Background: an optimization exercise with open tools, aiming at small area and a short achievable clock period. Do not read the settings as production practice.
Function was checked by simulation only, so behaviour that the tests miss may differ from the original.
No activity file was given, so power comes from the tool's default toggle rates.

==> flow/design.v <==
module xf_add_front (
    input  wire [159:0] a,
    input  wire [159:0] b,
    output wire         a_ge,     
    output wire [6:0]   n_ab,     
    output wire [6:0]   n_ba,     
    output wire         c_ab,     
    output wire         c_ba,     
    output wire [1:0]   cls,
    output wire         finite,
    output wire         sat,
    output wire         inex,
    output wire         invalid
);
    wire a_bad = (a[143:137] != 7'h00 && a[143:137] != 7'h7f) ||
                 (a[151:148] != 4'd0) || (a[159:152] != 8'd0);
    wire b_bad = (b[143:137] != 7'h00 && b[143:137] != 7'h7f) ||
                 (b[151:148] != 4'd0) || (b[159:152] != 8'd0);
    wire [1:0] a_cls = a_bad ? 2'd1 : a[145:144];
    wire [1:0] b_cls = b_bad ? 2'd1 : b[145:144];
    wire a_nan = (a_cls == 2'd1);
    wire b_nan = (b_cls == 2'd1);
    wire inf_mix = a_cls[1] & b_cls[1] & (a_cls[0] ^ b_cls[0]);
    assign finite  = (a_cls == 2'd0) & (b_cls == 2'd0);
    assign cls     = (a_nan | b_nan | inf_mix) ? 2'd1 :
                     (a_cls != 2'd0) ? a_cls : b_cls;
    assign invalid = a_bad | b_bad | (inf_mix & ~a_nan & ~b_nan);
    assign sat     = a[146] | b[146];
    assign inex    = a[147] | b[147];
    wire [9:0]  ga = a[137:128];
    wire [9:0]  gb = b[137:128];
    wire [10:0] d_ab = {ga[9], ga} - {gb[9], gb};
    wire [10:0] d_ba = {gb[9], gb} - {ga[9], ga};
    assign a_ge = ~d_ab[10];
    assign c_ab = |d_ab[9:7];
    assign c_ba = |d_ba[9:7];
    assign n_ab = d_ab[6:0] | {7{c_ab}};
    assign n_ba = d_ba[6:0] | {7{c_ba}};
endmodule
module xf_add_align (
    input  wire [127:0] va,
    input  wire [127:0] vb,
    input  wire         a_ge,
    input  wire [6:0]   n_ab,
    input  wire [6:0]   n_ba,
    input  wire         c_ab,
    input  wire         c_ba,
    input  wire [9:0]   ga,
    input  wire [9:0]   gb,
    output wire [9:0]   g,        
    output wire [127:0] big,      
    output wire [127:0] y,        
    output wire         lost
);
    assign g = a_ge ? ga : gb;
    assign big = a_ge ? va : vb;
    wire [127:0] v = a_ge ? vb : va;
    wire [6:0] n     = a_ge ? n_ab : n_ba;
    wire       clamp = a_ge ? c_ab : c_ba;
    wire [127:0] x [0:7];
    wire [7:0]   l;
    assign x[0] = v;
    assign l[0] = clamp & v[127];
    genvar k;
    generate
        for (k = 0; k < 7; k = k + 1) begin : g_st
            localparam integer S = 64 >> k;
            assign x[k+1] = n[6-k] ? {{S{x[k][127]}}, x[k][127:S]} : x[k];
            assign l[k+1] = l[k] | (n[6-k] & |x[k][S-1:0]);
        end
    endgenerate
    assign y    = x[7];
    assign lost = l[7];
endmodule
module xf_add_sum (
    input  wire [127:0] a,
    input  wire [127:0] b,
    output wire [127:0] sum,
    output wire         ovf_pos,
    output wire         ovf_neg
);
    wire c_top;
    xf_bk #(.N(128), .L(7)) u_add (.a(a), .b(b), .cin(1'b0),
                                   .s(sum), .cout(c_top));
    wire s128 = a[127] ^ b[127] ^ c_top;
    assign ovf_pos = ~s128 & sum[127];
    assign ovf_neg = s128 & ~sum[127];
endmodule
module xf_add_sat (
    input  wire [127:0] sum,
    input  wire         ovf_pos,
    input  wire         ovf_neg,
    input  wire         finite,
    output wire [127:0] v
);
    assign v = {128{finite}} &
               {sum[127] & ~ovf_pos | ovf_neg,
                (sum[126:0] | {127{ovf_pos}}) & ~{127{ovf_neg}}};
endmodule
module xf_bk #(
    parameter N = 64,
    parameter L = 6
) (
    input  wire [N-1:0] a,
    input  wire [N-1:0] b,
    input  wire         cin,
    output wire [N-1:0] s,
    output wire         cout
);
    wire [N-1:0] p = a ^ b;
    wire [N-1:0] gu [0:L];
    wire [N-1:0] pu [0:L];
    assign gu[0] = (a & b) | {{(N-1){1'b0}}, p[0] & cin};
    assign pu[0] = p;
    genvar l, i;
    generate
        for (l = 0; l < L; l = l + 1) begin : up
            for (i = 0; i < N; i = i + 1) begin : b
                if ((i + 1) % (2 << l) == 0) begin : n
                    assign gu[l+1][i] = gu[l][i] | (pu[l][i] & gu[l][i - (1 << l)]);
                    assign pu[l+1][i] = pu[l][i] & pu[l][i - (1 << l)];
                end else begin : t
                    assign gu[l+1][i] = gu[l][i];
                    assign pu[l+1][i] = pu[l][i];
                end
            end
        end
    endgenerate
    wire [N-1:0] gd [0:L];
    assign gd[L] = gu[L];
    generate
        for (l = L - 1; l >= 0; l = l - 1) begin : dn
            for (i = 0; i < N; i = i + 1) begin : b
                if ((i + 1) % (2 << l) == (1 << l) && i >= (2 << l)) begin : n
                    assign gd[l][i] = gd[l+1][i] | (pu[l][i] & gd[l+1][i - (1 << l)]);
                end else begin : t
                    assign gd[l][i] = gd[l+1][i];
                end
            end
        end
    endgenerate
    assign s    = p ^ {gd[0][N-2:0], cin};
    assign cout = gd[0][N-1];
endmodule
module xf_add (
    input  wire         clk,
    input  wire         rst,
    input  wire         in_valid,
    input  wire [159:0] in_a,
    input  wire [159:0] in_b,
    output reg          out_valid,
    output reg  [159:0] out_s,
    output reg  [2:0]   out_flags    
);
    wire         p1_a_ge;
    wire [6:0]   p1_n_ab, p1_n_ba;
    wire         p1_c_ab, p1_c_ba;
    wire [1:0]   p1_cls;
    wire         p1_finite, p1_sat, p1_inex, p1_invalid;
    xf_add_front u_front (
        .a(in_a), .b(in_b),
        .a_ge(p1_a_ge), .n_ab(p1_n_ab), .n_ba(p1_n_ba),
        .c_ab(p1_c_ab), .c_ba(p1_c_ba),
        .cls(p1_cls), .finite(p1_finite), .sat(p1_sat), .inex(p1_inex),
        .invalid(p1_invalid)
    );
    reg         r1_valid;
    reg [127:0] r1_va, r1_vb;
    reg         r1_a_ge;
    reg [6:0]   r1_n_ab, r1_n_ba;
    reg         r1_c_ab, r1_c_ba;
    reg [9:0]   r1_ga, r1_gb;
    reg [1:0]   r1_cls;
    reg         r1_finite, r1_sat, r1_inex, r1_invalid;
    always @(posedge clk) begin
        if (rst)
            r1_valid <= 1'b0;
        else
            r1_valid <= in_valid;
        r1_va      <= in_a[127:0];
        r1_vb      <= in_b[127:0];
        r1_a_ge    <= p1_a_ge;
        r1_n_ab    <= p1_n_ab;
        r1_n_ba    <= p1_n_ba;
        r1_c_ab    <= p1_c_ab;
        r1_c_ba    <= p1_c_ba;
        r1_ga      <= in_a[137:128];
        r1_gb      <= in_b[137:128];
        r1_cls     <= p1_cls;
        r1_finite  <= p1_finite;
        r1_sat     <= p1_sat;
        r1_inex    <= p1_inex;
        r1_invalid <= p1_invalid;
    end
    wire [127:0] p2_big, p2_al;
    wire [9:0]   p2_g;
    wire         p2_lost;
    xf_add_align u_align (
        .va(r1_va), .vb(r1_vb), .a_ge(r1_a_ge), .n_ab(r1_n_ab), .n_ba(r1_n_ba),
        .c_ab(r1_c_ab), .c_ba(r1_c_ba), .ga(r1_ga), .gb(r1_gb), .g(p2_g),
        .big(p2_big), .y(p2_al), .lost(p2_lost)
    );
    reg         r2_valid;
    reg [127:0] r2_big, r2_al;
    reg         r2_lost;
    reg [9:0]   r2_g;
    reg [1:0]   r2_cls;
    reg         r2_finite, r2_sat, r2_inex, r2_invalid;
    always @(posedge clk) begin
        if (rst)
            r2_valid <= 1'b0;
        else
            r2_valid <= r1_valid;
        r2_big     <= p2_big;
        r2_al      <= p2_al;
        r2_lost    <= p2_lost;
        r2_g       <= p2_g;
        r2_cls     <= r1_cls;
        r2_finite  <= r1_finite;
        r2_sat     <= r1_sat;
        r2_inex    <= r1_inex;
        r2_invalid <= r1_invalid;
    end
    wire [127:0] p3_sum, p3_v;
    wire         p3_ovf_pos, p3_ovf_neg;
    xf_add_sum u_sum (
        .a(r2_big), .b(r2_al),
        .sum(p3_sum), .ovf_pos(p3_ovf_pos), .ovf_neg(p3_ovf_neg)
    );
    xf_add_sat u_sat (
        .sum(p3_sum), .ovf_pos(p3_ovf_pos), .ovf_neg(p3_ovf_neg),
        .finite(r2_finite), .v(p3_v)
    );
    wire p3_ovf  = r2_finite & (p3_ovf_pos | p3_ovf_neg);
    wire p3_lost = r2_finite & r2_lost;
    always @(posedge clk) begin
        if (rst)
            out_valid <= 1'b0;
        else
            out_valid <= r2_valid;
        out_s     <= {12'd0, r2_inex | p3_lost, r2_sat | p3_ovf, r2_cls,
                      {6{r2_finite & r2_g[9]}}, {10{r2_finite}} & r2_g, p3_v};
        out_flags <= {r2_invalid, p3_ovf, p3_lost};
    end
endmodule
export LEC_CHECK = 0
export CAP_MARGIN = 20
export CORE_MARGIN = 2
export CORE_UTILIZATION = 55
export SLEW_MARGIN = 20
create_clock -name core_clock -period 12.0 [get_ports {clk}]
standard.sh (not shown) runs the stock make flow with config.mk's settings and CLKGATE_MAP_FILE= SYNTH_SCRIPT=/design/flow/synth_recipe.tcl, a recipe that flattens the netlist after the stock synthesis.
==> flow/flow/run.sh <==
#!/bin/bash
# The standard layout, with two changes: timing repair (after CTS and after
# global routing) aims for setup slack of at least 8 ns at the design's
# period, and every port still gets a buffer, but the smallest one
# (buf_1) instead of the clkdlybuf4s50_1 that buffer_ports picks by itself.
set -euo pipefail
bash standard.sh SETUP_SLACK_MARGIN=8 \
  "BUFFER_PORTS_ARGS=-buffer_cell sky130_fd_sc_hd__buf_1" \
  finish > standard_flow.log 2>&1
Next try:
ABC_AREA = 1   (was not set)
=>
- The new run passed the timing, design-rule and antenna checks
- clock-buffer cell count is lower by 5
- wire length is lower by 3.2%
- first-iteration DRC count is higher by 55%
- global-route usage is lower by 1.4 points
- utilization is lower by 4.1 points
- worst hold slack loses 0.0048 ns
- critical path depth is higher by 17
- sequential power is higher by about 4%

-- what the ideal ports hide --
In the flow no input, the clock included, has a driving cell. The finished layouts below were timed again as built, in two steps. Step 1 sets driving cells, clkbuf_16 on the clock port and buf_2 on the other inputs (assumed; they add their load-dependent delay and slew). Step 2 times the ports against the registers' clock, not the clock port: input delays grow and output delays shrink by t, the midpoint of the rising clock arrivals with the driver on. Slacks: ideal ports / drivers / drivers and shift; pairs: ideal ports / drivers.
| run | t (ns) | setup slack, ns | worst hold slack (ns) | clock arrival spread, ns | worst data-port slew with drivers (ns) |
|---|---|---|---|---|---|
| the first run | 0.692 | 7.588 / 7.582 / 6.890 | 0.327 / 0.327 / 0.327 | 0.043 / 0.043 | 0.08 |
| the second run | 0.693 | 8.110 / 8.110 / 7.616 | 0.322 / 0.322 / 0.322 | 0.035 / 0.035 | 0.08 |
After both steps every run listed still meets setup and hold. For the first run, which loses most, drivers alone change the setup slack by -0.006 ns; drivers and shift together by -0.698 ns.
